From an optimization exercise on the open Yosys and OpenROAD flow, aimed at small area, a short achievable clock period and few clock cycles per item; shortcuts taken in it are not production practice. Function was not checked in any run shown here: the RTL went through the layout flow alone. Power is estimated from default activity; no workload was simulated.

==> flow/design.v (outline; a module is shown in full before it is edited, if it fits) <==
// module flow_hash: 1584 lines
module flow_hash (
    input  wire         clk,
    input  wire         rst,         
    input  wire         in_valid,
    output wire         in_ready,
    input  wire [1:0]   in_op,       
    input  wire [3:0]   in_len,      
    input  wire         in_frag,     
    input  wire [31:0]  in_seed,
    input  wire [511:0] in_words,    
    output wire         out_valid,
    input  wire         out_ready,
    output wire [31:0]  out_hash
);
  // ...
==> flow/flow/run.sh <==
#!/bin/bash
# Own layout flow: the standard layout (standard.sh: ORFS synthesis to
# final layout, unchanged), except that the port buffers that global
# placement inserts on every input and output are the platform's smallest
# plain buffer (buf_1) instead of the clkdlybuf4s50_1 delay cell that
# buffer_ports picks by default.  Repair may still resize them.
set -euo pipefail
export BUFFER_PORTS_ARGS="-buffer_cell sky130_fd_sc_hd__buf_1"
bash standard.sh finish > standard_flow.log 2>&1
==> flow/standard.sh <==
#!/bin/bash
# synth_recipe.tcl (not shown) runs the flow's synth.tcl, then flattens the netlist and writes it again
# the make line also repeats each setting of config.mk as NAME=value (left out here)
make -C /OpenROAD-flow-scripts/flow DESIGN_CONFIG=/design/flow/config.mk WORK_HOME=/design/flow/orfs CLKGATE_MAP_FILE= SYNTH_SCRIPT=/design/flow/synth_recipe.tcl "${@:-finish}"
==> flow/config.mk <==
export PLATFORM = sky130hd
export DESIGN_NAME = flow_hash
export DESIGN_NICKNAME = flow_hash
export VERILOG_FILES = /design/flow/design.v
export SDC_FILE = /design/flow/constraint.sdc
export NUM_CORES = 4
export LEC_CHECK = 0
export CAP_MARGIN = 20
export CORE_MARGIN = 2
export CORE_UTILIZATION = 55
export SETUP_SLACK_MARGIN = 3.6
export SLEW_MARGIN = 20
export TNS_END_PERCENT = 20
==> flow/constraint.sdc <==
create_clock -name core_clock -period 8.0 [get_ports {clk}]
set_input_delay 1.6000 -clock core_clock [delete_from_list [all_inputs] [get_ports {clk}]]
set_output_delay 1.6000 -clock core_clock [all_outputs]
set_load 0.01 [all_outputs]
==> key figures, run 1 <==
Finish
  • Non-clock buffers: 730
  • Clock Buffer Count: 9
  • Final core utilization: 69.18%
  • Final std cell area, no fill: 29,670 um^2
  • Share of layout cells above drive strength 1: 14.25%
  • Layout area overhead: 24.85%
  • Number of multi-input logic gates: 2,495

Clock network
  • CTS Hold Bufs: 0
  • CTS buffer count: 9
  • Clk slew on worst S/H paths: 0.08 ns
  • CTS Buffer Depth: 2

Yosys
  • Asr flop ratio synth: 0%
  • Count of different cell masters after synthesis: 74
  • Register area share after synthesis: 13.39%
  • Count leader, synth: xnor2_1
  • Yosys top cell area share: 14.58%
  • Mapped Cells: 3,018
  • Synth area leaders: ha_1 15%, edfxtp_1 13%, xnor2_1 12%
  • Synth top cells by count: 318 x xnor2_1, 300 x inv_1, 284 x nand2_1
  • Simple-gate share of the synthesized area: 14.26%

Detailed routing
  • Metal3 WL: 16,960 um

Setup path
  • Crit path launch type: register
  • WS Path Type: reg2reg
  • Worst path cell trace: buf_4, buf_12, mux4_2, mux2i_2, nand2_1, nand2_2, inv_1, fa_1, ha_4, a21o_1, a21o_1, a21o_4, a311oi_4, a211oi_2, o31a_1, a21o_1, a21oi_2, xnor2_1
  • Worst Setup SP: n1[0]
  • Worst path slowest cell: fa_1

Outcome
  • Status: complete, no violations

Timing
  • Setup TNS after final layout: 0 ns
  • Setup Skew: 0.01499 ns
  • RSZ-0062 raised after global routing: true
  • Setup-failing EPs final: 0
  • Worst Max-Slew Pin Slew: 1.077 ns

Die
  • # IOs: 589
  • Core ar.: 42,890 um^2

Pwr
  • Clk pwr share: 3.4%
  • Max power group: combinational logic
  • Comb power: 12.0 mW
  • Sw frac: 50.82%

GRT
  • Met3 global-route usage: 17.43%
  • Largest net degree at the start of global routing: 73
  • GRT Total Usage: 50.42%
  • Vias in the first global route: 25,900
  • Antenna violations before repair: 16

Placement
  • PortBufs: 588
==> run 2: changes to the inputs <==
--- a/flow/design.v
+++ b/flow/design.v
@@ -31,423 +31,324 @@
     wire op_hash = (in_op == 2'd0);
     wire op_hsy4 = (in_op == 2'd1);
     wire op_hsy6 = in_op[1];
-    wire [31:0]  ca4 = w0;
-    wire [31:0]  cb4 = w1;
-    wire [127:0] ca6 = {w0, w1, w2, w3};
-    wire [127:0] cb6 = {w4, w5, w6, w7};
-    wire agt4, aeq4, agt6, aeq6, pgt4, pgt6;
-    wire [31:0] c4_g0 = ca4 & ~cb4;
-    wire [31:0] c4_e0 = ~(ca4 ^ cb4);
-    wire [15:0] c4_g1, c4_e1;
-    assign c4_g1[0] = c4_g0[1] | (c4_e0[1] & c4_g0[0]);
-    assign c4_e1[0] = c4_e0[1] & c4_e0[0];
-    assign c4_g1[1] = c4_g0[3] | (c4_e0[3] & c4_g0[2]);
-    assign c4_e1[1] = c4_e0[3] & c4_e0[2];
-    assign c4_g1[2] = c4_g0[5] | (c4_e0[5] & c4_g0[4]);
-    assign c4_e1[2] = c4_e0[5] & c4_e0[4];
-    assign c4_g1[3] = c4_g0[7] | (c4_e0[7] & c4_g0[6]);
-    assign c4_e1[3] = c4_e0[7] & c4_e0[6];
-    assign c4_g1[4] = c4_g0[9] | (c4_e0[9] & c4_g0[8]);
-    assign c4_e1[4] = c4_e0[9] & c4_e0[8];
-    assign c4_g1[5] = c4_g0[11] | (c4_e0[11] & c4_g0[10]);
-    assign c4_e1[5] = c4_e0[11] & c4_e0[10];
-    assign c4_g1[6] = c4_g0[13] | (c4_e0[13] & c4_g0[12]);
-    assign c4_e1[6] = c4_e0[13] & c4_e0[12];
-    assign c4_g1[7] = c4_g0[15] | (c4_e0[15] & c4_g0[14]);
-    assign c4_e1[7] = c4_e0[15] & c4_e0[14];
-    assign c4_g1[8] = c4_g0[17] | (c4_e0[17] & c4_g0[16]);
-    assign c4_e1[8] = c4_e0[17] & c4_e0[16];
-    assign c4_g1[9] = c4_g0[19] | (c4_e0[19] & c4_g0[18]);
-    assign c4_e1[9] = c4_e0[19] & c4_e0[18];
-    assign c4_g1[10] = c4_g0[21] | (c4_e0[21] & c4_g0[20]);
-    assign c4_e1[10] = c4_e0[21] & c4_e0[20];
-    assign c4_g1[11] = c4_g0[23] | (c4_e0[23] & c4_g0[22]);
-    assign c4_e1[11] = c4_e0[23] & c4_e0[22];
-    assign c4_g1[12] = c4_g0[25] | (c4_e0[25] & c4_g0[24]);
-    assign c4_e1[12] = c4_e0[25] & c4_e0[24];
-    assign c4_g1[13] = c4_g0[27] | (c4_e0[27] & c4_g0[26]);
-    assign c4_e1[13] = c4_e0[27] & c4_e0[26];
-    assign c4_g1[14] = c4_g0[29] | (c4_e0[29] & c4_g0[28]);
-    assign c4_e1[14] = c4_e0[29] & c4_e0[28];
-    assign c4_g1[15] = c4_g0[31] | (c4_e0[31] & c4_g0[30]);
-    assign c4_e1[15] = c4_e0[31] & c4_e0[30];
-    wire [7:0] c4_g2, c4_e2;
-    assign c4_g2[0] = c4_g1[1] | (c4_e1[1] & c4_g1[0]);
-    assign c4_e2[0] = c4_e1[1] & c4_e1[0];
-    assign c4_g2[1] = c4_g1[3] | (c4_e1[3] & c4_g1[2]);
-    assign c4_e2[1] = c4_e1[3] & c4_e1[2];
-    assign c4_g2[2] = c4_g1[5] | (c4_e1[5] & c4_g1[4]);
-    assign c4_e2[2] = c4_e1[5] & c4_e1[4];
-    assign c4_g2[3] = c4_g1[7] | (c4_e1[7] & c4_g1[6]);
-    assign c4_e2[3] = c4_e1[7] & c4_e1[6];
-    assign c4_g2[4] = c4_g1[9] | (c4_e1[9] & c4_g1[8]);
-    assign c4_e2[4] = c4_e1[9] & c4_e1[8];
-    assign c4_g2[5] = c4_g1[11] | (c4_e1[11] & c4_g1[10]);
-    assign c4_e2[5] = c4_e1[11] & c4_e1[10];
-    assign c4_g2[6] = c4_g1[13] | (c4_e1[13] & c4_g1[12]);
-    assign c4_e2[6] = c4_e1[13] & c4_e1[12];
-    assign c4_g2[7] = c4_g1[15] | (c4_e1[15] & c4_g1[14]);
-    assign c4_e2[7] = c4_e1[15] & c4_e1[14];
-    wire [3:0] c4_g3, c4_e3;
-    assign c4_g3[0] = c4_g2[1] | (c4_e2[1] & c4_g2[0]);
-    assign c4_e3[0] = c4_e2[1] & c4_e2[0];
-    assign c4_g3[1] = c4_g2[3] | (c4_e2[3] & c4_g2[2]);
-    assign c4_e3[1] = c4_e2[3] & c4_e2[2];
-    assign c4_g3[2] = c4_g2[5] | (c4_e2[5] & c4_g2[4]);
-    assign c4_e3[2] = c4_e2[5] & c4_e2[4];
-    assign c4_g3[3] = c4_g2[7] | (c4_e2[7] & c4_g2[6]);
-    assign c4_e3[3] = c4_e2[7] & c4_e2[6];
-    wire [1:0] c4_g4, c4_e4;
-    assign c4_g4[0] = c4_g3[1] | (c4_e3[1] & c4_g3[0]);
-    assign c4_e4[0] = c4_e3[1] & c4_e3[0];
-    assign c4_g4[1] = c4_g3[3] | (c4_e3[3] & c4_g3[2]);
-    assign c4_e4[1] = c4_e3[3] & c4_e3[2];
-    wire [0:0] c4_g5, c4_e5;
-    assign c4_g5[0] = c4_g4[1] | (c4_e4[1] & c4_g4[0]);
-    assign c4_e5[0] = c4_e4[1] & c4_e4[0];
-    assign agt4 = c4_g5[0];
-    assign aeq4 = c4_e5[0];
-    wire [127:0] c6_g0 = ca6 & ~cb6;
-    wire [127:0] c6_e0 = ~(ca6 ^ cb6);
-    wire [63:0] c6_g1, c6_e1;
-    assign c6_g1[0] = c6_g0[1] | (c6_e0[1] & c6_g0[0]);
-    assign c6_e1[0] = c6_e0[1] & c6_e0[0];
-    assign c6_g1[1] = c6_g0[3] | (c6_e0[3] & c6_g0[2]);
-    assign c6_e1[1] = c6_e0[3] & c6_e0[2];
-    assign c6_g1[2] = c6_g0[5] | (c6_e0[5] & c6_g0[4]);
-    assign c6_e1[2] = c6_e0[5] & c6_e0[4];
-    assign c6_g1[3] = c6_g0[7] | (c6_e0[7] & c6_g0[6]);
-    assign c6_e1[3] = c6_e0[7] & c6_e0[6];
-    assign c6_g1[4] = c6_g0[9] | (c6_e0[9] & c6_g0[8]);
-    assign c6_e1[4] = c6_e0[9] & c6_e0[8];
-    assign c6_g1[5] = c6_g0[11] | (c6_e0[11] & c6_g0[10]);
-    assign c6_e1[5] = c6_e0[11] & c6_e0[10];
-    assign c6_g1[6] = c6_g0[13] | (c6_e0[13] & c6_g0[12]);
-    assign c6_e1[6] = c6_e0[13] & c6_e0[12];
-    assign c6_g1[7] = c6_g0[15] | (c6_e0[15] & c6_g0[14]);
-    assign c6_e1[7] = c6_e0[15] & c6_e0[14];
-    assign c6_g1[8] = c6_g0[17] | (c6_e0[17] & c6_g0[16]);
-    assign c6_e1[8] = c6_e0[17] & c6_e0[16];
-    assign c6_g1[9] = c6_g0[19] | (c6_e0[19] & c6_g0[18]);
-    assign c6_e1[9] = c6_e0[19] & c6_e0[18];
-    assign c6_g1[10] = c6_g0[21] | (c6_e0[21] & c6_g0[20]);
-    assign c6_e1[10] = c6_e0[21] & c6_e0[20];
-    assign c6_g1[11] = c6_g0[23] | (c6_e0[23] & c6_g0[22]);
-    assign c6_e1[11] = c6_e0[23] & c6_e0[22];
-    assign c6_g1[12] = c6_g0[25] | (c6_e0[25] & c6_g0[24]);
-    assign c6_e1[12] = c6_e0[25] & c6_e0[24];
-    assign c6_g1[13] = c6_g0[27] | (c6_e0[27] & c6_g0[26]);
-    assign c6_e1[13] = c6_e0[27] & c6_e0[26];
-    assign c6_g1[14] = c6_g0[29] | (c6_e0[29] & c6_g0[28]);
-    assign c6_e1[14] = c6_e0[29] & c6_e0[28];
-    assign c6_g1[15] = c6_g0[31] | (c6_e0[31] & c6_g0[30]);
-    assign c6_e1[15] = c6_e0[31] & c6_e0[30];
-    assign c6_g1[16] = c6_g0[33] | (c6_e0[33] & c6_g0[32]);
-    assign c6_e1[16] = c6_e0[33] & c6_e0[32];
-    assign c6_g1[17] = c6_g0[35] | (c6_e0[35] & c6_g0[34]);
-    assign c6_e1[17] = c6_e0[35] & c6_e0[34];
-    assign c6_g1[18] = c6_g0[37] | (c6_e0[37] & c6_g0[36]);
-    assign c6_e1[18] = c6_e0[37] & c6_e0[36];
-    assign c6_g1[19] = c6_g0[39] | (c6_e0[39] & c6_g0[38]);
-    assign c6_e1[19] = c6_e0[39] & c6_e0[38];
-    assign c6_g1[20] = c6_g0[41] | (c6_e0[41] & c6_g0[40]);
-    assign c6_e1[20] = c6_e0[41] & c6_e0[40];
-    assign c6_g1[21] = c6_g0[43] | (c6_e0[43] & c6_g0[42]);
-    assign c6_e1[21] = c6_e0[43] & c6_e0[42];
-    assign c6_g1[22] = c6_g0[45] | (c6_e0[45] & c6_g0[44]);
-    assign c6_e1[22] = c6_e0[45] & c6_e0[44];
-    assign c6_g1[23] = c6_g0[47] | (c6_e0[47] & c6_g0[46]);
-    assign c6_e1[23] = c6_e0[47] & c6_e0[46];
-    assign c6_g1[24] = c6_g0[49] | (c6_e0[49] & c6_g0[48]);
-    assign c6_e1[24] = c6_e0[49] & c6_e0[48];
-    assign c6_g1[25] = c6_g0[51] | (c6_e0[51] & c6_g0[50]);
-    assign c6_e1[25] = c6_e0[51] & c6_e0[50];
-    assign c6_g1[26] = c6_g0[53] | (c6_e0[53] & c6_g0[52]);
-    assign c6_e1[26] = c6_e0[53] & c6_e0[52];
-    assign c6_g1[27] = c6_g0[55] | (c6_e0[55] & c6_g0[54]);
-    assign c6_e1[27] = c6_e0[55] & c6_e0[54];
-    assign c6_g1[28] = c6_g0[57] | (c6_e0[57] & c6_g0[56]);
-    assign c6_e1[28] = c6_e0[57] & c6_e0[56];
-    assign c6_g1[29] = c6_g0[59] | (c6_e0[59] & c6_g0[58]);
-    assign c6_e1[29] = c6_e0[59] & c6_e0[58];
-    assign c6_g1[30] = c6_g0[61] | (c6_e0[61] & c6_g0[60]);
-    assign c6_e1[30] = c6_e0[61] & c6_e0[60];
-    assign c6_g1[31] = c6_g0[63] | (c6_e0[63] & c6_g0[62]);
-    assign c6_e1[31] = c6_e0[63] & c6_e0[62];
-    assign c6_g1[32] = c6_g0[65] | (c6_e0[65] & c6_g0[64]);
-    assign c6_e1[32] = c6_e0[65] & c6_e0[64];
-    assign c6_g1[33] = c6_g0[67] | (c6_e0[67] & c6_g0[66]);
-    assign c6_e1[33] = c6_e0[67] & c6_e0[66];
-    assign c6_g1[34] = c6_g0[69] | (c6_e0[69] & c6_g0[68]);
-    assign c6_e1[34] = c6_e0[69] & c6_e0[68];
-    assign c6_g1[35] = c6_g0[71] | (c6_e0[71] & c6_g0[70]);
-    assign c6_e1[35] = c6_e0[71] & c6_e0[70];
-    assign c6_g1[36] = c6_g0[73] | (c6_e0[73] & c6_g0[72]);
-    assign c6_e1[36] = c6_e0[73] & c6_e0[72];
-    assign c6_g1[37] = c6_g0[75] | (c6_e0[75] & c6_g0[74]);
-    assign c6_e1[37] = c6_e0[75] & c6_e0[74];
-    assign c6_g1[38] = c6_g0[77] | (c6_e0[77] & c6_g0[76]);
-    assign c6_e1[38] = c6_e0[77] & c6_e0[76];
-    assign c6_g1[39] = c6_g0[79] | (c6_e0[79] & c6_g0[78]);
-    assign c6_e1[39] = c6_e0[79] & c6_e0[78];
-    assign c6_g1[40] = c6_g0[81] | (c6_e0[81] & c6_g0[80]);
-    assign c6_e1[40] = c6_e0[81] & c6_e0[80];
-    assign c6_g1[41] = c6_g0[83] | (c6_e0[83] & c6_g0[82]);
-    assign c6_e1[41] = c6_e0[83] & c6_e0[82];
-    assign c6_g1[42] = c6_g0[85] | (c6_e0[85] & c6_g0[84]);
-    assign c6_e1[42] = c6_e0[85] & c6_e0[84];
-    assign c6_g1[43] = c6_g0[87] | (c6_e0[87] & c6_g0[86]);
-    assign c6_e1[43] = c6_e0[87] & c6_e0[86];
-    assign c6_g1[44] = c6_g0[89] | (c6_e0[89] & c6_g0[88]);
-    assign c6_e1[44] = c6_e0[89] & c6_e0[88];
-    assign c6_g1[45] = c6_g0[91] | (c6_e0[91] & c6_g0[90]);
-    assign c6_e1[45] = c6_e0[91] & c6_e0[90];
-    assign c6_g1[46] = c6_g0[93] | (c6_e0[93] & c6_g0[92]);
-    assign c6_e1[46] = c6_e0[93] & c6_e0[92];
-    assign c6_g1[47] = c6_g0[95] | (c6_e0[95] & c6_g0[94]);
-    assign c6_e1[47] = c6_e0[95] & c6_e0[94];
-    assign c6_g1[48] = c6_g0[97] | (c6_e0[97] & c6_g0[96]);
-    assign c6_e1[48] = c6_e0[97] & c6_e0[96];
-    assign c6_g1[49] = c6_g0[99] | (c6_e0[99] & c6_g0[98]);
-    assign c6_e1[49] = c6_e0[99] & c6_e0[98];
-    assign c6_g1[50] = c6_g0[101] | (c6_e0[101] & c6_g0[100]);
-    assign c6_e1[50] = c6_e0[101] & c6_e0[100];
-    assign c6_g1[51] = c6_g0[103] | (c6_e0[103] & c6_g0[102]);
-    assign c6_e1[51] = c6_e0[103] & c6_e0[102];
-    assign c6_g1[52] = c6_g0[105] | (c6_e0[105] & c6_g0[104]);
-    assign c6_e1[52] = c6_e0[105] & c6_e0[104];
-    assign c6_g1[53] = c6_g0[107] | (c6_e0[107] & c6_g0[106]);
-    assign c6_e1[53] = c6_e0[107] & c6_e0[106];
-    assign c6_g1[54] = c6_g0[109] | (c6_e0[109] & c6_g0[108]);
-    assign c6_e1[54] = c6_e0[109] & c6_e0[108];
-    assign c6_g1[55] = c6_g0[111] | (c6_e0[111] & c6_g0[110]);
-    assign c6_e1[55] = c6_e0[111] & c6_e0[110];
-    assign c6_g1[56] = c6_g0[113] | (c6_e0[113] & c6_g0[112]);
-    assign c6_e1[56] = c6_e0[113] & c6_e0[112];
-    assign c6_g1[57] = c6_g0[115] | (c6_e0[115] & c6_g0[114]);
-    assign c6_e1[57] = c6_e0[115] & c6_e0[114];
-    assign c6_g1[58] = c6_g0[117] | (c6_e0[117] & c6_g0[116]);
-    assign c6_e1[58] = c6_e0[117] & c6_e0[116];
-    assign c6_g1[59] = c6_g0[119] | (c6_e0[119] & c6_g0[118]);
-    assign c6_e1[59] = c6_e0[119] & c6_e0[118];
-    assign c6_g1[60] = c6_g0[121] | (c6_e0[121] & c6_g0[120]);
-    assign c6_e1[60] = c6_e0[121] & c6_e0[120];
-    assign c6_g1[61] = c6_g0[123] | (c6_e0[123] & c6_g0[122]);
-    assign c6_e1[61] = c6_e0[123] & c6_e0[122];
-    assign c6_g1[62] = c6_g0[125] | (c6_e0[125] & c6_g0[124]);
-    assign c6_e1[62] = c6_e0[125] & c6_e0[124];
-    assign c6_g1[63] = c6_g0[127] | (c6_e0[127] & c6_g0[126]);
-    assign c6_e1[63] = c6_e0[127] & c6_e0[126];
-    wire [31:0] c6_g2, c6_e2;
-    assign c6_g2[0] = c6_g1[1] | (c6_e1[1] & c6_g1[0]);
-    assign c6_e2[0] = c6_e1[1] & c6_e1[0];
-    assign c6_g2[1] = c6_g1[3] | (c6_e1[3] & c6_g1[2]);
-    assign c6_e2[1] = c6_e1[3] & c6_e1[2];
-    assign c6_g2[2] = c6_g1[5] | (c6_e1[5] & c6_g1[4]);
-    assign c6_e2[2] = c6_e1[5] & c6_e1[4];
-    assign c6_g2[3] = c6_g1[7] | (c6_e1[7] & c6_g1[6]);
-    assign c6_e2[3] = c6_e1[7] & c6_e1[6];
-    assign c6_g2[4] = c6_g1[9] | (c6_e1[9] & c6_g1[8]);
-    assign c6_e2[4] = c6_e1[9] & c6_e1[8];
-    assign c6_g2[5] = c6_g1[11] | (c6_e1[11] & c6_g1[10]);
-    assign c6_e2[5] = c6_e1[11] & c6_e1[10];
-    assign c6_g2[6] = c6_g1[13] | (c6_e1[13] & c6_g1[12]);
-    assign c6_e2[6] = c6_e1[13] & c6_e1[12];
-    assign c6_g2[7] = c6_g1[15] | (c6_e1[15] & c6_g1[14]);
-    assign c6_e2[7] = c6_e1[15] & c6_e1[14];
-    assign c6_g2[8] = c6_g1[17] | (c6_e1[17] & c6_g1[16]);
-    assign c6_e2[8] = c6_e1[17] & c6_e1[16];
-    assign c6_g2[9] = c6_g1[19] | (c6_e1[19] & c6_g1[18]);
-    assign c6_e2[9] = c6_e1[19] & c6_e1[18];
-    assign c6_g2[10] = c6_g1[21] | (c6_e1[21] & c6_g1[20]);
-    assign c6_e2[10] = c6_e1[21] & c6_e1[20];
-    assign c6_g2[11] = c6_g1[23] | (c6_e1[23] & c6_g1[22]);
-    assign c6_e2[11] = c6_e1[23] & c6_e1[22];
-    assign c6_g2[12] = c6_g1[25] | (c6_e1[25] & c6_g1[24]);
-    assign c6_e2[12] = c6_e1[25] & c6_e1[24];
-    assign c6_g2[13] = c6_g1[27] | (c6_e1[27] & c6_g1[26]);
-    assign c6_e2[13] = c6_e1[27] & c6_e1[26];
-    assign c6_g2[14] = c6_g1[29] | (c6_e1[29] & c6_g1[28]);
-    assign c6_e2[14] = c6_e1[29] & c6_e1[28];
-    assign c6_g2[15] = c6_g1[31] | (c6_e1[31] & c6_g1[30]);
-    assign c6_e2[15] = c6_e1[31] & c6_e1[30];
-    assign c6_g2[16] = c6_g1[33] | (c6_e1[33] & c6_g1[32]);
-    assign c6_e2[16] = c6_e1[33] & c6_e1[32];
-    assign c6_g2[17] = c6_g1[35] | (c6_e1[35] & c6_g1[34]);
-    assign c6_e2[17] = c6_e1[35] & c6_e1[34];
-    assign c6_g2[18] = c6_g1[37] | (c6_e1[37] & c6_g1[36]);
-    assign c6_e2[18] = c6_e1[37] & c6_e1[36];
-    assign c6_g2[19] = c6_g1[39] | (c6_e1[39] & c6_g1[38]);
-    assign c6_e2[19] = c6_e1[39] & c6_e1[38];
-    assign c6_g2[20] = c6_g1[41] | (c6_e1[41] & c6_g1[40]);
-    assign c6_e2[20] = c6_e1[41] & c6_e1[40];
-    assign c6_g2[21] = c6_g1[43] | (c6_e1[43] & c6_g1[42]);
-    assign c6_e2[21] = c6_e1[43] & c6_e1[42];
-    assign c6_g2[22] = c6_g1[45] | (c6_e1[45] & c6_g1[44]);
-    assign c6_e2[22] = c6_e1[45] & c6_e1[44];
-    assign c6_g2[23] = c6_g1[47] | (c6_e1[47] & c6_g1[46]);
-    assign c6_e2[23] = c6_e1[47] & c6_e1[46];
-    assign c6_g2[24] = c6_g1[49] | (c6_e1[49] & c6_g1[48]);
-    assign c6_e2[24] = c6_e1[49] & c6_e1[48];
-    assign c6_g2[25] = c6_g1[51] | (c6_e1[51] & c6_g1[50]);
-    assign c6_e2[25] = c6_e1[51] & c6_e1[50];
-    assign c6_g2[26] = c6_g1[53] | (c6_e1[53] & c6_g1[52]);
-    assign c6_e2[26] = c6_e1[53] & c6_e1[52];
-    assign c6_g2[27] = c6_g1[55] | (c6_e1[55] & c6_g1[54]);
-    assign c6_e2[27] = c6_e1[55] & c6_e1[54];
-    assign c6_g2[28] = c6_g1[57] | (c6_e1[57] & c6_g1[56]);
-    assign c6_e2[28] = c6_e1[57] & c6_e1[56];
-    assign c6_g2[29] = c6_g1[59] | (c6_e1[59] & c6_g1[58]);
-    assign c6_e2[29] = c6_e1[59] & c6_e1[58];
-    assign c6_g2[30] = c6_g1[61] | (c6_e1[61] & c6_g1[60]);
-    assign c6_e2[30] = c6_e1[61] & c6_e1[60];
-    assign c6_g2[31] = c6_g1[63] | (c6_e1[63] & c6_g1[62]);
-    assign c6_e2[31] = c6_e1[63] & c6_e1[62];
-    wire [15:0] c6_g3, c6_e3;
-    assign c6_g3[0] = c6_g2[1] | (c6_e2[1] & c6_g2[0]);
-    assign c6_e3[0] = c6_e2[1] & c6_e2[0];
-    assign c6_g3[1] = c6_g2[3] | (c6_e2[3] & c6_g2[2]);
-    assign c6_e3[1] = c6_e2[3] & c6_e2[2];
-    assign c6_g3[2] = c6_g2[5] | (c6_e2[5] & c6_g2[4]);
-    assign c6_e3[2] = c6_e2[5] & c6_e2[4];
-    assign c6_g3[3] = c6_g2[7] | (c6_e2[7] & c6_g2[6]);
-    assign c6_e3[3] = c6_e2[7] & c6_e2[6];
-    assign c6_g3[4] = c6_g2[9] | (c6_e2[9] & c6_g2[8]);
-    assign c6_e3[4] = c6_e2[9] & c6_e2[8];
-    assign c6_g3[5] = c6_g2[11] | (c6_e2[11] & c6_g2[10]);
-    assign c6_e3[5] = c6_e2[11] & c6_e2[10];
-    assign c6_g3[6] = c6_g2[13] | (c6_e2[13] & c6_g2[12]);
-    assign c6_e3[6] = c6_e2[13] & c6_e2[12];
-    assign c6_g3[7] = c6_g2[15] | (c6_e2[15] & c6_g2[14]);
-    assign c6_e3[7] = c6_e2[15] & c6_e2[14];
-    assign c6_g3[8] = c6_g2[17] | (c6_e2[17] & c6_g2[16]);
-    assign c6_e3[8] = c6_e2[17] & c6_e2[16];
-    assign c6_g3[9] = c6_g2[19] | (c6_e2[19] & c6_g2[18]);
-    assign c6_e3[9] = c6_e2[19] & c6_e2[18];
-    assign c6_g3[10] = c6_g2[21] | (c6_e2[21] & c6_g2[20]);
-    assign c6_e3[10] = c6_e2[21] & c6_e2[20];
-    assign c6_g3[11] = c6_g2[23] | (c6_e2[23] & c6_g2[22]);
-    assign c6_e3[11] = c6_e2[23] & c6_e2[22];
-    assign c6_g3[12] = c6_g2[25] | (c6_e2[25] & c6_g2[24]);
-    assign c6_e3[12] = c6_e2[25] & c6_e2[24];
-    assign c6_g3[13] = c6_g2[27] | (c6_e2[27] & c6_g2[26]);
-    assign c6_e3[13] = c6_e2[27] & c6_e2[26];
-    assign c6_g3[14] = c6_g2[29] | (c6_e2[29] & c6_g2[28]);
-    assign c6_e3[14] = c6_e2[29] & c6_e2[28];
-    assign c6_g3[15] = c6_g2[31] | (c6_e2[31] & c6_g2[30]);
-    assign c6_e3[15] = c6_e2[31] & c6_e2[30];
-    wire [7:0] c6_g4, c6_e4;
-    assign c6_g4[0] = c6_g3[1] | (c6_e3[1] & c6_g3[0]);
-    assign c6_e4[0] = c6_e3[1] & c6_e3[0];
-    assign c6_g4[1] = c6_g3[3] | (c6_e3[3] & c6_g3[2]);
-    assign c6_e4[1] = c6_e3[3] & c6_e3[2];
-    assign c6_g4[2] = c6_g3[5] | (c6_e3[5] & c6_g3[4]);
-    assign c6_e4[2] = c6_e3[5] & c6_e3[4];
-    assign c6_g4[3] = c6_g3[7] | (c6_e3[7] & c6_g3[6]);
-    assign c6_e4[3] = c6_e3[7] & c6_e3[6];
-    assign c6_g4[4] = c6_g3[9] | (c6_e3[9] & c6_g3[8]);
-    assign c6_e4[4] = c6_e3[9] & c6_e3[8];
-    assign c6_g4[5] = c6_g3[11] | (c6_e3[11] & c6_g3[10]);
-    assign c6_e4[5] = c6_e3[11] & c6_e3[10];
-    assign c6_g4[6] = c6_g3[13] | (c6_e3[13] & c6_g3[12]);
-    assign c6_e4[6] = c6_e3[13] & c6_e3[12];
-    assign c6_g4[7] = c6_g3[15] | (c6_e3[15] & c6_g3[14]);
-    assign c6_e4[7] = c6_e3[15] & c6_e3[14];
-    wire [3:0] c6_g5, c6_e5;
-    assign c6_g5[0] = c6_g4[1] | (c6_e4[1] & c6_g4[0]);
-    assign c6_e5[0] = c6_e4[1] & c6_e4[0];
-    assign c6_g5[1] = c6_g4[3] | (c6_e4[3] & c6_g4[2]);
-    assign c6_e5[1] = c6_e4[3] & c6_e4[2];
-    assign c6_g5[2] = c6_g4[5] | (c6_e4[5] & c6_g4[4]);
-    assign c6_e5[2] = c6_e4[5] & c6_e4[4];
-    assign c6_g5[3] = c6_g4[7] | (c6_e4[7] & c6_g4[6]);
-    assign c6_e5[3] = c6_e4[7] & c6_e4[6];
-    wire [1:0] c6_g6, c6_e6;
-    assign c6_g6[0] = c6_g5[1] | (c6_e5[1] & c6_g5[0]);
-    assign c6_e6[0] = c6_e5[1] & c6_e5[0];
-    assign c6_g6[1] = c6_g5[3] | (c6_e5[3] & c6_g5[2]);
-    assign c6_e6[1] = c6_e5[3] & c6_e5[2];
-    wire [0:0] c6_g7, c6_e7;
-    assign c6_g7[0] = c6_g6[1] | (c6_e6[1] & c6_g6[0]);
-    assign c6_e7[0] = c6_e6[1] & c6_e6[0];
-    assign agt6 = c6_g7[0];
-    assign aeq6 = c6_e7[0];
-    wire [15:0] p4_g0 = w2[31:16] & ~w2[15:0];
-    wire [15:0] p4_e0 = ~(w2[31:16] ^ w2[15:0]);
-    wire [7:0] p4_g1, p4_e1;
-    assign p4_g1[0] = p4_g0[1] | (p4_e0[1] & p4_g0[0]);
-    assign p4_e1[0] = p4_e0[1] & p4_e0[0];
-    assign p4_g1[1] = p4_g0[3] | (p4_e0[3] & p4_g0[2]);
-    assign p4_e1[1] = p4_e0[3] & p4_e0[2];
-    assign p4_g1[2] = p4_g0[5] | (p4_e0[5] & p4_g0[4]);
-    assign p4_e1[2] = p4_e0[5] & p4_e0[4];
-    assign p4_g1[3] = p4_g0[7] | (p4_e0[7] & p4_g0[6]);
-    assign p4_e1[3] = p4_e0[7] & p4_e0[6];
-    assign p4_g1[4] = p4_g0[9] | (p4_e0[9] & p4_g0[8]);
-    assign p4_e1[4] = p4_e0[9] & p4_e0[8];
-    assign p4_g1[5] = p4_g0[11] | (p4_e0[11] & p4_g0[10]);
-    assign p4_e1[5] = p4_e0[11] & p4_e0[10];
-    assign p4_g1[6] = p4_g0[13] | (p4_e0[13] & p4_g0[12]);
-    assign p4_e1[6] = p4_e0[13] & p4_e0[12];
-    assign p4_g1[7] = p4_g0[15] | (p4_e0[15] & p4_g0[14]);
-    assign p4_e1[7] = p4_e0[15] & p4_e0[14];
-    wire [3:0] p4_g2, p4_e2;
-    assign p4_g2[0] = p4_g1[1] | (p4_e1[1] & p4_g1[0]);
-    assign p4_e2[0] = p4_e1[1] & p4_e1[0];
-    assign p4_g2[1] = p4_g1[3] | (p4_e1[3] & p4_g1[2]);
-    assign p4_e2[1] = p4_e1[3] & p4_e1[2];
-    assign p4_g2[2] = p4_g1[5] | (p4_e1[5] & p4_g1[4]);
-    assign p4_e2[2] = p4_e1[5] & p4_e1[4];
-    assign p4_g2[3] = p4_g1[7] | (p4_e1[7] & p4_g1[6]);
-    assign p4_e2[3] = p4_e1[7] & p4_e1[6];
-    wire [1:0] p4_g3, p4_e3;
-    assign p4_g3[0] = p4_g2[1] | (p4_e2[1] & p4_g2[0]);
-    assign p4_e3[0] = p4_e2[1] & p4_e2[0];
-    assign p4_g3[1] = p4_g2[3] | (p4_e2[3] & p4_g2[2]);
-    assign p4_e3[1] = p4_e2[3] & p4_e2[2];
-    wire [0:0] p4_g4, p4_e4;
-    assign p4_g4[0] = p4_g3[1] | (p4_e3[1] & p4_g3[0]);
-    assign p4_e4[0] = p4_e3[1] & p4_e3[0];
-    assign pgt4 = p4_g4[0];
-    wire [15:0] p6_g0 = w8[31:16] & ~w8[15:0];
-    wire [15:0] p6_e0 = ~(w8[31:16] ^ w8[15:0]);
-    wire [7:0] p6_g1, p6_e1;
-    assign p6_g1[0] = p6_g0[1] | (p6_e0[1] & p6_g0[0]);
-    assign p6_e1[0] = p6_e0[1] & p6_e0[0];
-    assign p6_g1[1] = p6_g0[3] | (p6_e0[3] & p6_g0[2]);
-    assign p6_e1[1] = p6_e0[3] & p6_e0[2];
-    assign p6_g1[2] = p6_g0[5] | (p6_e0[5] & p6_g0[4]);
-    assign p6_e1[2] = p6_e0[5] & p6_e0[4];
-    assign p6_g1[3] = p6_g0[7] | (p6_e0[7] & p6_g0[6]);
-    assign p6_e1[3] = p6_e0[7] & p6_e0[6];
-    assign p6_g1[4] = p6_g0[9] | (p6_e0[9] & p6_g0[8]);
-    assign p6_e1[4] = p6_e0[9] & p6_e0[8];
-    assign p6_g1[5] = p6_g0[11] | (p6_e0[11] & p6_g0[10]);
-    assign p6_e1[5] = p6_e0[11] & p6_e0[10];
-    assign p6_g1[6] = p6_g0[13] | (p6_e0[13] & p6_g0[12]);
-    assign p6_e1[6] = p6_e0[13] & p6_e0[12];
-    assign p6_g1[7] = p6_g0[15] | (p6_e0[15] & p6_g0[14]);
-    assign p6_e1[7] = p6_e0[15] & p6_e0[14];
-    wire [3:0] p6_g2, p6_e2;
-    assign p6_g2[0] = p6_g1[1] | (p6_e1[1] & p6_g1[0]);
-    assign p6_e2[0] = p6_e1[1] & p6_e1[0];
-    assign p6_g2[1] = p6_g1[3] | (p6_e1[3] & p6_g1[2]);
-    assign p6_e2[1] = p6_e1[3] & p6_e1[2];
-    assign p6_g2[2] = p6_g1[5] | (p6_e1[5] & p6_g1[4]);
-    assign p6_e2[2] = p6_e1[5] & p6_e1[4];
-    assign p6_g2[3] = p6_g1[7] | (p6_e1[7] & p6_g1[6]);
-    assign p6_e2[3] = p6_e1[7] & p6_e1[6];
-    wire [1:0] p6_g3, p6_e3;
-    assign p6_g3[0] = p6_g2[1] | (p6_e2[1] & p6_g2[0]);
-    assign p6_e3[0] = p6_e2[1] & p6_e2[0];
-    assign p6_g3[1] = p6_g2[3] | (p6_e2[3] & p6_g2[2]);
-    assign p6_e3[1] = p6_e2[3] & p6_e2[2];
-    wire [0:0] p6_g4, p6_e4;
-    assign p6_g4[0] = p6_g3[1] | (p6_e3[1] & p6_g3[0]);
-    assign p6_e4[0] = p6_e3[1] & p6_e3[0];
-    assign pgt6 = p6_g4[0];
-    wire gt4 = agt4 | (aeq4 & ~in_frag & pgt4);
-    wire gt6 = agt6 | (aeq6 & ~in_frag & pgt6);
+    wire [31:0] cm = in_op[0] ? w1 : w4;
+    wire [31:0] pw = in_op[0] ? w2 : w8;
+    wire tgt, teq, mgt, meq, pgt;
+    wire [31:0] ct_g0 = w0 & ~cm;
+    wire [31:0] ct_e0 = ~(w0 ^ cm);
+    wire [15:0] ct_g1, ct_e1;
+    assign ct_g1[0] = ct_g0[1] | (ct_e0[1] & ct_g0[0]);
+    assign ct_e1[0] = ct_e0[1] & ct_e0[0];
+    assign ct_g1[1] = ct_g0[3] | (ct_e0[3] & ct_g0[2]);
+    assign ct_e1[1] = ct_e0[3] & ct_e0[2];
+    assign ct_g1[2] = ct_g0[5] | (ct_e0[5] & ct_g0[4]);
+    assign ct_e1[2] = ct_e0[5] & ct_e0[4];
+    assign ct_g1[3] = ct_g0[7] | (ct_e0[7] & ct_g0[6]);
+    assign ct_e1[3] = ct_e0[7] & ct_e0[6];
+    assign ct_g1[4] = ct_g0[9] | (ct_e0[9] & ct_g0[8]);
+    assign ct_e1[4] = ct_e0[9] & ct_e0[8];
+    assign ct_g1[5] = ct_g0[11] | (ct_e0[11] & ct_g0[10]);
+    assign ct_e1[5] = ct_e0[11] & ct_e0[10];
+    assign ct_g1[6] = ct_g0[13] | (ct_e0[13] & ct_g0[12]);
+    assign ct_e1[6] = ct_e0[13] & ct_e0[12];
+    assign ct_g1[7] = ct_g0[15] | (ct_e0[15] & ct_g0[14]);
+    assign ct_e1[7] = ct_e0[15] & ct_e0[14];
+    assign ct_g1[8] = ct_g0[17] | (ct_e0[17] & ct_g0[16]);
+    assign ct_e1[8] = ct_e0[17] & ct_e0[16];
+    assign ct_g1[9] = ct_g0[19] | (ct_e0[19] & ct_g0[18]);
+    assign ct_e1[9] = ct_e0[19] & ct_e0[18];
+    assign ct_g1[10] = ct_g0[21] | (ct_e0[21] & ct_g0[20]);
+    assign ct_e1[10] = ct_e0[21] & ct_e0[20];
+    assign ct_g1[11] = ct_g0[23] | (ct_e0[23] & ct_g0[22]);
+    assign ct_e1[11] = ct_e0[23] & ct_e0[22];
+    assign ct_g1[12] = ct_g0[25] | (ct_e0[25] & ct_g0[24]);
+    assign ct_e1[12] = ct_e0[25] & ct_e0[24];
+    assign ct_g1[13] = ct_g0[27] | (ct_e0[27] & ct_g0[26]);
+    assign ct_e1[13] = ct_e0[27] & ct_e0[26];
+    assign ct_g1[14] = ct_g0[29] | (ct_e0[29] & ct_g0[28]);
+    assign ct_e1[14] = ct_e0[29] & ct_e0[28];
+    assign ct_g1[15] = ct_g0[31] | (ct_e0[31] & ct_g0[30]);
+    assign ct_e1[15] = ct_e0[31] & ct_e0[30];
+    wire [7:0] ct_g2, ct_e2;
+    assign ct_g2[0] = ct_g1[1] | (ct_e1[1] & ct_g1[0]);
+    assign ct_e2[0] = ct_e1[1] & ct_e1[0];
+    assign ct_g2[1] = ct_g1[3] | (ct_e1[3] & ct_g1[2]);
+    assign ct_e2[1] = ct_e1[3] & ct_e1[2];
+    assign ct_g2[2] = ct_g1[5] | (ct_e1[5] & ct_g1[4]);
+    assign ct_e2[2] = ct_e1[5] & ct_e1[4];
+    assign ct_g2[3] = ct_g1[7] | (ct_e1[7] & ct_g1[6]);
+    assign ct_e2[3] = ct_e1[7] & ct_e1[6];
+    assign ct_g2[4] = ct_g1[9] | (ct_e1[9] & ct_g1[8]);
+    assign ct_e2[4] = ct_e1[9] & ct_e1[8];
+    assign ct_g2[5] = ct_g1[11] | (ct_e1[11] & ct_g1[10]);
+    assign ct_e2[5] = ct_e1[11] & ct_e1[10];
+    assign ct_g2[6] = ct_g1[13] | (ct_e1[13] & ct_g1[12]);
+    assign ct_e2[6] = ct_e1[13] & ct_e1[12];
+    assign ct_g2[7] = ct_g1[15] | (ct_e1[15] & ct_g1[14]);
+    assign ct_e2[7] = ct_e1[15] & ct_e1[14];
+    wire [3:0] ct_g3, ct_e3;
+    assign ct_g3[0] = ct_g2[1] | (ct_e2[1] & ct_g2[0]);
+    assign ct_e3[0] = ct_e2[1] & ct_e2[0];
+    assign ct_g3[1] = ct_g2[3] | (ct_e2[3] & ct_g2[2]);
+    assign ct_e3[1] = ct_e2[3] & ct_e2[2];
+    assign ct_g3[2] = ct_g2[5] | (ct_e2[5] & ct_g2[4]);
+    assign ct_e3[2] = ct_e2[5] & ct_e2[4];
+    assign ct_g3[3] = ct_g2[7] | (ct_e2[7] & ct_g2[6]);
+    assign ct_e3[3] = ct_e2[7] & ct_e2[6];
+    wire [1:0] ct_g4, ct_e4;
+    assign ct_g4[0] = ct_g3[1] | (ct_e3[1] & ct_g3[0]);
+    assign ct_e4[0] = ct_e3[1] & ct_e3[0];
+    assign ct_g4[1] = ct_g3[3] | (ct_e3[3] & ct_g3[2]);
+    assign ct_e4[1] = ct_e3[3] & ct_e3[2];
+    wire [0:0] ct_g5, ct_e5;
+    assign ct_g5[0] = ct_g4[1] | (ct_e4[1] & ct_g4[0]);
+    assign ct_e5[0] = ct_e4[1] & ct_e4[0];
+    assign tgt = ct_g5[0];
+    assign teq = ct_e5[0];
+    wire [95:0] cm_g0 = {w1, w2, w3} & ~{w5, w6, w7};
+    wire [95:0] cm_e0 = ~({w1, w2, w3} ^ {w5, w6, w7});
+    wire [47:0] cm_g1, cm_e1;
+    assign cm_g1[0] = cm_g0[1] | (cm_e0[1] & cm_g0[0]);
+    assign cm_e1[0] = cm_e0[1] & cm_e0[0];
+    assign cm_g1[1] = cm_g0[3] | (cm_e0[3] & cm_g0[2]);
+    assign cm_e1[1] = cm_e0[3] & cm_e0[2];
+    assign cm_g1[2] = cm_g0[5] | (cm_e0[5] & cm_g0[4]);
+    assign cm_e1[2] = cm_e0[5] & cm_e0[4];
+    assign cm_g1[3] = cm_g0[7] | (cm_e0[7] & cm_g0[6]);
+    assign cm_e1[3] = cm_e0[7] & cm_e0[6];
+    assign cm_g1[4] = cm_g0[9] | (cm_e0[9] & cm_g0[8]);
+    assign cm_e1[4] = cm_e0[9] & cm_e0[8];
+    assign cm_g1[5] = cm_g0[11] | (cm_e0[11] & cm_g0[10]);
+    assign cm_e1[5] = cm_e0[11] & cm_e0[10];
+    assign cm_g1[6] = cm_g0[13] | (cm_e0[13] & cm_g0[12]);
+    assign cm_e1[6] = cm_e0[13] & cm_e0[12];
+    assign cm_g1[7] = cm_g0[15] | (cm_e0[15] & cm_g0[14]);
+    assign cm_e1[7] = cm_e0[15] & cm_e0[14];
+    assign cm_g1[8] = cm_g0[17] | (cm_e0[17] & cm_g0[16]);
+    assign cm_e1[8] = cm_e0[17] & cm_e0[16];
+    assign cm_g1[9] = cm_g0[19] | (cm_e0[19] & cm_g0[18]);
+    assign cm_e1[9] = cm_e0[19] & cm_e0[18];
+    assign cm_g1[10] = cm_g0[21] | (cm_e0[21] & cm_g0[20]);
+    assign cm_e1[10] = cm_e0[21] & cm_e0[20];
+    assign cm_g1[11] = cm_g0[23] | (cm_e0[23] & cm_g0[22]);
+    assign cm_e1[11] = cm_e0[23] & cm_e0[22];
+    assign cm_g1[12] = cm_g0[25] | (cm_e0[25] & cm_g0[24]);
+    assign cm_e1[12] = cm_e0[25] & cm_e0[24];
+    assign cm_g1[13] = cm_g0[27] | (cm_e0[27] & cm_g0[26]);
+    assign cm_e1[13] = cm_e0[27] & cm_e0[26];
+    assign cm_g1[14] = cm_g0[29] | (cm_e0[29] & cm_g0[28]);
+    assign cm_e1[14] = cm_e0[29] & cm_e0[28];
+    assign cm_g1[15] = cm_g0[31] | (cm_e0[31] & cm_g0[30]);
+    assign cm_e1[15] = cm_e0[31] & cm_e0[30];
+    assign cm_g1[16] = cm_g0[33] | (cm_e0[33] & cm_g0[32]);
+    assign cm_e1[16] = cm_e0[33] & cm_e0[32];
+    assign cm_g1[17] = cm_g0[35] | (cm_e0[35] & cm_g0[34]);
+    assign cm_e1[17] = cm_e0[35] & cm_e0[34];
+    assign cm_g1[18] = cm_g0[37] | (cm_e0[37] & cm_g0[36]);
+    assign cm_e1[18] = cm_e0[37] & cm_e0[36];
+    assign cm_g1[19] = cm_g0[39] | (cm_e0[39] & cm_g0[38]);
+    assign cm_e1[19] = cm_e0[39] & cm_e0[38];
+    assign cm_g1[20] = cm_g0[41] | (cm_e0[41] & cm_g0[40]);
+    assign cm_e1[20] = cm_e0[41] & cm_e0[40];
+    assign cm_g1[21] = cm_g0[43] | (cm_e0[43] & cm_g0[42]);
+    assign cm_e1[21] = cm_e0[43] & cm_e0[42];
+    assign cm_g1[22] = cm_g0[45] | (cm_e0[45] & cm_g0[44]);
+    assign cm_e1[22] = cm_e0[45] & cm_e0[44];
+    assign cm_g1[23] = cm_g0[47] | (cm_e0[47] & cm_g0[46]);
+    assign cm_e1[23] = cm_e0[47] & cm_e0[46];
+    assign cm_g1[24] = cm_g0[49] | (cm_e0[49] & cm_g0[48]);
+    assign cm_e1[24] = cm_e0[49] & cm_e0[48];
+    assign cm_g1[25] = cm_g0[51] | (cm_e0[51] & cm_g0[50]);
+    assign cm_e1[25] = cm_e0[51] & cm_e0[50];
+    assign cm_g1[26] = cm_g0[53] | (cm_e0[53] & cm_g0[52]);
+    assign cm_e1[26] = cm_e0[53] & cm_e0[52];
+    assign cm_g1[27] = cm_g0[55] | (cm_e0[55] & cm_g0[54]);
+    assign cm_e1[27] = cm_e0[55] & cm_e0[54];
+    assign cm_g1[28] = cm_g0[57] | (cm_e0[57] & cm_g0[56]);
+    assign cm_e1[28] = cm_e0[57] & cm_e0[56];
+    assign cm_g1[29] = cm_g0[59] | (cm_e0[59] & cm_g0[58]);
+    assign cm_e1[29] = cm_e0[59] & cm_e0[58];
+    assign cm_g1[30] = cm_g0[61] | (cm_e0[61] & cm_g0[60]);
+    assign cm_e1[30] = cm_e0[61] & cm_e0[60];
+    assign cm_g1[31] = cm_g0[63] | (cm_e0[63] & cm_g0[62]);
+    assign cm_e1[31] = cm_e0[63] & cm_e0[62];
+    assign cm_g1[32] = cm_g0[65] | (cm_e0[65] & cm_g0[64]);
+    assign cm_e1[32] = cm_e0[65] & cm_e0[64];
+    assign cm_g1[33] = cm_g0[67] | (cm_e0[67] & cm_g0[66]);
+    assign cm_e1[33] = cm_e0[67] & cm_e0[66];
+    assign cm_g1[34] = cm_g0[69] | (cm_e0[69] & cm_g0[68]);
+    assign cm_e1[34] = cm_e0[69] & cm_e0[68];
+    assign cm_g1[35] = cm_g0[71] | (cm_e0[71] & cm_g0[70]);
+    assign cm_e1[35] = cm_e0[71] & cm_e0[70];
+    assign cm_g1[36] = cm_g0[73] | (cm_e0[73] & cm_g0[72]);
+    assign cm_e1[36] = cm_e0[73] & cm_e0[72];
+    assign cm_g1[37] = cm_g0[75] | (cm_e0[75] & cm_g0[74]);
+    assign cm_e1[37] = cm_e0[75] & cm_e0[74];
+    assign cm_g1[38] = cm_g0[77] | (cm_e0[77] & cm_g0[76]);
+    assign cm_e1[38] = cm_e0[77] & cm_e0[76];
+    assign cm_g1[39] = cm_g0[79] | (cm_e0[79] & cm_g0[78]);
+    assign cm_e1[39] = cm_e0[79] & cm_e0[78];
+    assign cm_g1[40] = cm_g0[81] | (cm_e0[81] & cm_g0[80]);
+    assign cm_e1[40] = cm_e0[81] & cm_e0[80];
+    assign cm_g1[41] = cm_g0[83] | (cm_e0[83] & cm_g0[82]);
+    assign cm_e1[41] = cm_e0[83] & cm_e0[82];
+    assign cm_g1[42] = cm_g0[85] | (cm_e0[85] & cm_g0[84]);
+    assign cm_e1[42] = cm_e0[85] & cm_e0[84];
+    assign cm_g1[43] = cm_g0[87] | (cm_e0[87] & cm_g0[86]);
+    assign cm_e1[43] = cm_e0[87] & cm_e0[86];
+    assign cm_g1[44] = cm_g0[89] | (cm_e0[89] & cm_g0[88]);
+    assign cm_e1[44] = cm_e0[89] & cm_e0[88];
+    assign cm_g1[45] = cm_g0[91] | (cm_e0[91] & cm_g0[90]);
+    assign cm_e1[45] = cm_e0[91] & cm_e0[90];
+    assign cm_g1[46] = cm_g0[93] | (cm_e0[93] & cm_g0[92]);
+    assign cm_e1[46] = cm_e0[93] & cm_e0[92];
+    assign cm_g1[47] = cm_g0[95] | (cm_e0[95] & cm_g0[94]);
+    assign cm_e1[47] = cm_e0[95] & cm_e0[94];
+    wire [23:0] cm_g2, cm_e2;
+    assign cm_g2[0] = cm_g1[1] | (cm_e1[1] & cm_g1[0]);
+    assign cm_e2[0] = cm_e1[1] & cm_e1[0];
+    assign cm_g2[1] = cm_g1[3] | (cm_e1[3] & cm_g1[2]);
+    assign cm_e2[1] = cm_e1[3] & cm_e1[2];
+    assign cm_g2[2] = cm_g1[5] | (cm_e1[5] & cm_g1[4]);
+    assign cm_e2[2] = cm_e1[5] & cm_e1[4];
+    assign cm_g2[3] = cm_g1[7] | (cm_e1[7] & cm_g1[6]);
+    assign cm_e2[3] = cm_e1[7] & cm_e1[6];
+    assign cm_g2[4] = cm_g1[9] | (cm_e1[9] & cm_g1[8]);
+    assign cm_e2[4] = cm_e1[9] & cm_e1[8];
+    assign cm_g2[5] = cm_g1[11] | (cm_e1[11] & cm_g1[10]);
+    assign cm_e2[5] = cm_e1[11] & cm_e1[10];
+    assign cm_g2[6] = cm_g1[13] | (cm_e1[13] & cm_g1[12]);
+    assign cm_e2[6] = cm_e1[13] & cm_e1[12];
+    assign cm_g2[7] = cm_g1[15] | (cm_e1[15] & cm_g1[14]);
+    assign cm_e2[7] = cm_e1[15] & cm_e1[14];
+    assign cm_g2[8] = cm_g1[17] | (cm_e1[17] & cm_g1[16]);
+    assign cm_e2[8] = cm_e1[17] & cm_e1[16];
+    assign cm_g2[9] = cm_g1[19] | (cm_e1[19] & cm_g1[18]);
+    assign cm_e2[9] = cm_e1[19] & cm_e1[18];
+    assign cm_g2[10] = cm_g1[21] | (cm_e1[21] & cm_g1[20]);
+    assign cm_e2[10] = cm_e1[21] & cm_e1[20];
+    assign cm_g2[11] = cm_g1[23] | (cm_e1[23] & cm_g1[22]);
+    assign cm_e2[11] = cm_e1[23] & cm_e1[22];
+    assign cm_g2[12] = cm_g1[25] | (cm_e1[25] & cm_g1[24]);
+    assign cm_e2[12] = cm_e1[25] & cm_e1[24];
+    assign cm_g2[13] = cm_g1[27] | (cm_e1[27] & cm_g1[26]);
+    assign cm_e2[13] = cm_e1[27] & cm_e1[26];
+    assign cm_g2[14] = cm_g1[29] | (cm_e1[29] & cm_g1[28]);
+    assign cm_e2[14] = cm_e1[29] & cm_e1[28];
+    assign cm_g2[15] = cm_g1[31] | (cm_e1[31] & cm_g1[30]);
+    assign cm_e2[15] = cm_e1[31] & cm_e1[30];
+    assign cm_g2[16] = cm_g1[33] | (cm_e1[33] & cm_g1[32]);
+    assign cm_e2[16] = cm_e1[33] & cm_e1[32];
+    assign cm_g2[17] = cm_g1[35] | (cm_e1[35] & cm_g1[34]);
+    assign cm_e2[17] = cm_e1[35] & cm_e1[34];
+    assign cm_g2[18] = cm_g1[37] | (cm_e1[37] & cm_g1[36]);
+    assign cm_e2[18] = cm_e1[37] & cm_e1[36];
+    assign cm_g2[19] = cm_g1[39] | (cm_e1[39] & cm_g1[38]);
+    assign cm_e2[19] = cm_e1[39] & cm_e1[38];
+    assign cm_g2[20] = cm_g1[41] | (cm_e1[41] & cm_g1[40]);
+    assign cm_e2[20] = cm_e1[41] & cm_e1[40];
+    assign cm_g2[21] = cm_g1[43] | (cm_e1[43] & cm_g1[42]);
+    assign cm_e2[21] = cm_e1[43] & cm_e1[42];
+    assign cm_g2[22] = cm_g1[45] | (cm_e1[45] & cm_g1[44]);
+    assign cm_e2[22] = cm_e1[45] & cm_e1[44];
+    assign cm_g2[23] = cm_g1[47] | (cm_e1[47] & cm_g1[46]);
+    assign cm_e2[23] = cm_e1[47] & cm_e1[46];
+    wire [11:0] cm_g3, cm_e3;
+    assign cm_g3[0] = cm_g2[1] | (cm_e2[1] & cm_g2[0]);
+    assign cm_e3[0] = cm_e2[1] & cm_e2[0];
+    assign cm_g3[1] = cm_g2[3] | (cm_e2[3] & cm_g2[2]);
+    assign cm_e3[1] = cm_e2[3] & cm_e2[2];
+    assign cm_g3[2] = cm_g2[5] | (cm_e2[5] & cm_g2[4]);
+    assign cm_e3[2] = cm_e2[5] & cm_e2[4];
+    assign cm_g3[3] = cm_g2[7] | (cm_e2[7] & cm_g2[6]);
+    assign cm_e3[3] = cm_e2[7] & cm_e2[6];
+    assign cm_g3[4] = cm_g2[9] | (cm_e2[9] & cm_g2[8]);
+    assign cm_e3[4] = cm_e2[9] & cm_e2[8];
+    assign cm_g3[5] = cm_g2[11] | (cm_e2[11] & cm_g2[10]);
+    assign cm_e3[5] = cm_e2[11] & cm_e2[10];
+    assign cm_g3[6] = cm_g2[13] | (cm_e2[13] & cm_g2[12]);
+    assign cm_e3[6] = cm_e2[13] & cm_e2[12];
+    assign cm_g3[7] = cm_g2[15] | (cm_e2[15] & cm_g2[14]);
+    assign cm_e3[7] = cm_e2[15] & cm_e2[14];
+    assign cm_g3[8] = cm_g2[17] | (cm_e2[17] & cm_g2[16]);
+    assign cm_e3[8] = cm_e2[17] & cm_e2[16];
+    assign cm_g3[9] = cm_g2[19] | (cm_e2[19] & cm_g2[18]);
+    assign cm_e3[9] = cm_e2[19] & cm_e2[18];
+    assign cm_g3[10] = cm_g2[21] | (cm_e2[21] & cm_g2[20]);
+    assign cm_e3[10] = cm_e2[21] & cm_e2[20];
+    assign cm_g3[11] = cm_g2[23] | (cm_e2[23] & cm_g2[22]);
+    assign cm_e3[11] = cm_e2[23] & cm_e2[22];
+    wire [5:0] cm_g4, cm_e4;
+    assign cm_g4[0] = cm_g3[1] | (cm_e3[1] & cm_g3[0]);
+    assign cm_e4[0] = cm_e3[1] & cm_e3[0];
+    assign cm_g4[1] = cm_g3[3] | (cm_e3[3] & cm_g3[2]);
+    assign cm_e4[1] = cm_e3[3] & cm_e3[2];
+    assign cm_g4[2] = cm_g3[5] | (cm_e3[5] & cm_g3[4]);
+    assign cm_e4[2] = cm_e3[5] & cm_e3[4];
+    assign cm_g4[3] = cm_g3[7] | (cm_e3[7] & cm_g3[6]);
+    assign cm_e4[3] = cm_e3[7] & cm_e3[6];
+    assign cm_g4[4] = cm_g3[9] | (cm_e3[9] & cm_g3[8]);
+    assign cm_e4[4] = cm_e3[9] & cm_e3[8];
+    assign cm_g4[5] = cm_g3[11] | (cm_e3[11] & cm_g3[10]);
+    assign cm_e4[5] = cm_e3[11] & cm_e3[10];
+    wire [2:0] cm_g5, cm_e5;
+    assign cm_g5[0] = cm_g4[1] | (cm_e4[1] & cm_g4[0]);
+    assign cm_e5[0] = cm_e4[1] & cm_e4[0];
+    assign cm_g5[1] = cm_g4[3] | (cm_e4[3] & cm_g4[2]);
+    assign cm_e5[1] = cm_e4[3] & cm_e4[2];
+    assign cm_g5[2] = cm_g4[5] | (cm_e4[5] & cm_g4[4]);
+    assign cm_e5[2] = cm_e4[5] & cm_e4[4];
+    wire [1:0] cm_g6, cm_e6;
+    assign cm_g6[0] = cm_g5[1] | (cm_e5[1] & cm_g5[0]);
+    assign cm_e6[0] = cm_e5[1] & cm_e5[0];
+    assign cm_g6[1] = cm_g5[2];
+    assign cm_e6[1] = cm_e5[2];
+    wire [0:0] cm_g7, cm_e7;
+    assign cm_g7[0] = cm_g6[1] | (cm_e6[1] & cm_g6[0]);
+    assign cm_e7[0] = cm_e6[1] & cm_e6[0];
+    assign mgt = cm_g7[0];
+    assign meq = cm_e7[0];
+    wire [15:0] cp_g0 = pw[31:16] & ~pw[15:0];
+    wire [15:0] cp_e0 = ~(pw[31:16] ^ pw[15:0]);
+    wire [7:0] cp_g1, cp_e1;
+    assign cp_g1[0] = cp_g0[1] | (cp_e0[1] & cp_g0[0]);
+    assign cp_e1[0] = cp_e0[1] & cp_e0[0];
+    assign cp_g1[1] = cp_g0[3] | (cp_e0[3] & cp_g0[2]);
+    assign cp_e1[1] = cp_e0[3] & cp_e0[2];
+    assign cp_g1[2] = cp_g0[5] | (cp_e0[5] & cp_g0[4]);
+    assign cp_e1[2] = cp_e0[5] & cp_e0[4];
+    assign cp_g1[3] = cp_g0[7] | (cp_e0[7] & cp_g0[6]);
+    assign cp_e1[3] = cp_e0[7] & cp_e0[6];
+    assign cp_g1[4] = cp_g0[9] | (cp_e0[9] & cp_g0[8]);
+    assign cp_e1[4] = cp_e0[9] & cp_e0[8];
+    assign cp_g1[5] = cp_g0[11] | (cp_e0[11] & cp_g0[10]);
+    assign cp_e1[5] = cp_e0[11] & cp_e0[10];
+    assign cp_g1[6] = cp_g0[13] | (cp_e0[13] & cp_g0[12]);
+    assign cp_e1[6] = cp_e0[13] & cp_e0[12];
+    assign cp_g1[7] = cp_g0[15] | (cp_e0[15] & cp_g0[14]);
+    assign cp_e1[7] = cp_e0[15] & cp_e0[14];
+    wire [3:0] cp_g2, cp_e2;
+    assign cp_g2[0] = cp_g1[1] | (cp_e1[1] & cp_g1[0]);
+    assign cp_e2[0] = cp_e1[1] & cp_e1[0];
+    assign cp_g2[1] = cp_g1[3] | (cp_e1[3] & cp_g1[2]);
+    assign cp_e2[1] = cp_e1[3] & cp_e1[2];
+    assign cp_g2[2] = cp_g1[5] | (cp_e1[5] & cp_g1[4]);
+    assign cp_e2[2] = cp_e1[5] & cp_e1[4];
+    assign cp_g2[3] = cp_g1[7] | (cp_e1[7] & cp_g1[6]);
+    assign cp_e2[3] = cp_e1[7] & cp_e1[6];
+    wire [1:0] cp_g3, cp_e3;
+    assign cp_g3[0] = cp_g2[1] | (cp_e2[1] & cp_g2[0]);
+    assign cp_e3[0] = cp_e2[1] & cp_e2[0];
+    assign cp_g3[1] = cp_g2[3] | (cp_e2[3] & cp_g2[2]);
+    assign cp_e3[1] = cp_e2[3] & cp_e2[2];
+    wire [0:0] cp_g4, cp_e4;
+    assign cp_g4[0] = cp_g3[1] | (cp_e3[1] & cp_g3[0]);
+    assign cp_e4[0] = cp_e3[1] & cp_e3[0];
+    assign pgt = cp_g4[0];
+    wire pgtf = ~in_frag & pgt;
+    wire gt4 = tgt | (teq & pgtf);
+    wire gt6 = tgt | (teq & (mgt | (meq & pgtf)));
+    wire [15:0] xs = in_frag ? 16'd0 : (pw[31:16] ^ pw[15:0]);
     wire swap4 = op_hsy4 & gt4;
     wire swap6 = op_hsy6 & gt6;
     wire [3:0] nm1 = op_hash ? in_len : (op_hsy4 ? 4'd3 : 4'd9);
@@ -514,16 +415,22 @@
     wire [31:0] fc = p8 ^ p10 ^ q3 ^ q9;     
     wire [31:0] fd = p12 ^ p14 ^ in_seed;    
     wire [31:0] fold = (fa ^ fb) ^ (fc ^ fd);
-    wire [31:0] d01 = w0 ^ w1;
-    wire [15:0] x4  = in_frag ? 16'd0 : (w2[31:16] ^ w2[15:0]);
+    wire [31:0] d01 = w0 ^ cm;               
+    wire [15:0] x4  = xs;
     wire [31:0] x4w = {x4, x4};
     wire [31:0] cor4 = {d01[4:0], d01[31:5]} ^ {d01[9:0], d01[31:10]} ^ {x4w[14:0], x4w[31:15]};
     wire [31:0] fb20 = {fb[11:0], fb[31:12]};
     wire [31:0] pq   = fa ^ fb20;
-    wire [15:0] x6   = in_frag ? 16'd0 : (w8[31:16] ^ w8[15:0]);
+    wire [15:0] x6   = xs;
     wire [31:0] x6w  = {x6, x6};
     wire [31:0] cor6 = pq ^ {pq[19:0], pq[31:20]} ^ {x6w[12:0], x6w[31:13]};
-    wire [31:0] g = fold ^ ((swap4 ? cor4 : 32'd0) | (swap6 ? cor6 : 32'd0));
+    wire [31:0] fab  = fa ^ fb;
+    wire [31:0] fcd  = fc ^ fd;
+    wire [31:0] gk   = fab ^ fcd;
+    wire [31:0] gs4  = (fab ^ cor4) ^ fcd;
+    wire [31:0] sw6  = {fb[11:0], fb[31:12]} ^ {fa[19:0], fa[31:20]};
+    wire [31:0] gs6  = (sw6 ^ {x6w[12:0], x6w[31:13]}) ^ fcd;
+    wire [31:0] g = swap4 ? gs4 : (swap6 ? gs6 : gk);
     reg         v1, v2, ov;
     reg  [31:0] g1;
     reg  [3:0]  n1;
==> flow/config.mk (replaced) <==
export PLATFORM = sky130hd
export DESIGN_NAME = flow_hash
export DESIGN_NICKNAME = flow_hash
export VERILOG_FILES = /design/flow/design.v
export SDC_FILE = /design/flow/constraint.sdc
export NUM_CORES = 4
export LEC_CHECK = 0
export CAP_MARGIN = 0
export CORE_MARGIN = 2
export CORE_UTILIZATION = 40
export SETUP_SLACK_MARGIN = 3.6
export SLEW_MARGIN = 0
export TNS_END_PERCENT = 20
==> run 2 against run 1 <==
  * Still clean
  * Non-clock buffer count is 11 lower
  * Fmax grew 1.7%
  * Worst hold slack improved by 0.016 ns
  * Highest routed layer unchanged
==> key figures, run 2 <==
GRT
  • GRT Total Usage: 37.49% (-13 points)
  • Antenna violations before repair: 9 (-7)
  • Vias in the first global route: 23,560 (-9.0%)
  • Largest net degree at the start of global routing: 73 (unchanged)
  • First-pass GRT wire length: 161,600 um

Yosys
  • Count of different cell masters after synthesis: 76 (+2.7%)
  • Register area share after synthesis: 13.81% (+0.41 points)
  • Syn_nets: 3,750
  • Count leader, synth: xnor2_1
  • Yosys top cell area share: 15.39% (+0.80 points)
  • Synth top cells by count: 405 x xnor2_1, 290 x nand2_1, 242 x nor2_1
  • Asr flop ratio synth: 0% (unchanged)
  • Synth area leaders: xnor2_1 15%, edfxtp_1 14%, ha_1 12%
  • Cell taking the most area after synthesis: xnor2_1
  • Mapped Cells: 2,906 (-3.7%)

Placement
  • Placed Area: 25,870 um^2
  • PortBufs: 588 (unchanged)

Setup path
  • Crit path max fanout: 11
  • Setup crit end kind: register
  • Required time of the critical path: 8.14 ns
  • Critical Path AT: 4.89 ns
  • CP max stage delay: 0.58 ns
  • Worst path slowest cell: fa_1
  • Worst path cell trace: buf_4, buf_6, buf_16, mux2i_1, mux2i_1, mux2i_2, mux2_4, fa_1, ha_4, a21o_1, a21o_1, a21o_1, nand2_2, inv_2, o2111a_2, o31a_1, or3_4, a31oi_4, xnor2_1
  • Crit path launch type: register
  • Setup slack, reg-to-reg: 3.25 ns
  • WS Path Type: reg2reg

Timing
  • RSZ-0062 raised after global routing: true
  • Setup TNS after final layout: 0 ns (unchanged)
  • Worst Max-Slew Pin Slew: 1.024 ns (-0.05327 ns)
  • Setup-failing EPs final: 0 (unchanged)
  • Hold Slack: 0.5028 ns
  • Setup Skew: 0.01775 ns (+0.002765 ns)

Finish
  • Share of layout cells above drive strength 1: 13.27% (-0.99 points)
  • Final std cell area, no fill: 28,410 um^2 (-4.2%)
  • Layout area overhead: 23.24%

Die
  • # IOs: 589 (unchanged)
  • Core ar.: 56,710 um^2 (+32%)
  • Starting density of the core: 40.65%

Clock network
  • CTS Hold Bufs: 0 (unchanged)
  • Clk slew on worst S/H paths: 0.09 ns (about the same)
  • CTS Buffer Depth: 2 (unchanged)
  • CTS buffer count: 9 (unchanged)

Detailed routing
  • Drt pass-1 iters: 6
  • Via count: 24,600
  • Detail Route Antenna Nets: 0

Outcome
  • Status: complete, no violations

Pwr
  • PwrDens: 469.0 nW/um^2
  • Peak supply drop: 590.1 uV
==> run 2: cell count changes after synthesis, sizes merged, moves of 38 or more <==
cell    change
mux2i      +40
nand3      +38
a211oi     -62
inv       -101
ha         -48
a31oi      +38
nor3       -63
xnor2      +90
==> run 2: through the flow <==
stage | worst slack [ns] | util, % | power [mW]
floorplan | 3.114 | - | 9.291
global placement | 1.610 | 45.62 | 11.86
detailed placement | 1.502 | 45.62 | 11.95
CTS | 3.366 | 49.10 | 12.84
global route | 3.134 | 50.07 | 14.40
finish | 3.250 | 50.09 | 13.32
==> run 2: worst reg2reg max path: stages (launching register included) <==
cell and delay, ns:
edfxtp_1 0.47, buf_4 0.18, buf_6 0.11, buf_16 0.14
mux2i_1 0.12, mux2i_1 0.28, mux2i_2 0.17, mux2_4 0.34
fa_1 0.58, ha_4 0.22, a21o_1 0.18, a21o_1 0.17
a21o_1 0.16, nand2_2 0.06, inv_2 0.04, o2111a_2 0.29
o31a_1 0.32, or3_4 0.40, a31oi_4 0.19, xnor2_1 0.09
==> run 2: logic make-up (layout without fill, tap and decap cells) <==
family	Yosys count	in the layout	synth area share, %
DFF	107	107	13.81
buffers and inverters	332	935	5.802
AOI/OAI and AO/OA	680	688	17.94
other	0	7	0
adders and majority gates	289	289	17.64
and+or+nand+nor	766	769	14.75
muxes	145	145	6.774
xor gates and xnor gates	587	587	23.28
==> run 2: report_power, final <==
group	total (mW)	switching, mW	internal [mW]
Combinational	10.9	6.10	4.79
Clock	0.482	0.250	0.232
Sequential	1.95	0.212	1.74
Total	13.3	6.56	6.76
==> run 2: metal layers <==
metal  part of all wire [%]  routed length (um)  global-route usage, %
met1                     37               43250                  44.10
met2                     44               51060                  61.12
met5                  0.036                  42                      0
met4                    9.2               10560                  26.94
met3                    9.1               10470                  7.276
==> run 2: layout make-up <==
class,instances,area (um^2)
clock inverters,6,62.56
multi-input cells,2478,19550
inverters,199,750.7
flip-flops and latches,107,3183
diodes,7,17.52
repair inverters,1,5.005
repair buffers,719,3661
clock buffers,10,239.0
fillers,5662,28300
well taps,756,945.9
==> run 2: how the worst max path moves through the flow <==
stage | start | depth (start not counted) | endpoint | slack, ns
after global routing | n1[0] | 21 | y2[22] | 3.13
after detailed placement | in_op[0] | 14 | g1[0] | 1.50
after CTS | n1[0] | 17 | y2[22] | 3.37
final | n1[0] | 19 | y2[22] | 3.25
after floorplan | in_op[0] | 17 | g1[11] | 3.11
after global placement | in_op[0] | 14 | g1[27] | 1.61
==> run 2: what timing repair did <==
item,4_1_cts,5_1_grt
pin swaps,56,46
gates resized for setup,203,78
endpoints found under the setup margin,57,57
gates cloned,26,0
buffers inserted,57,39

Check on run 2: ideal ports give 3.250 ns setup slack; a clkbuf_16 on the clock port and buf_2 on the inputs give 3.011 ns; moving port delays by the midpoint clock arrival (0.423 ns) as well gives 2.588 ns.
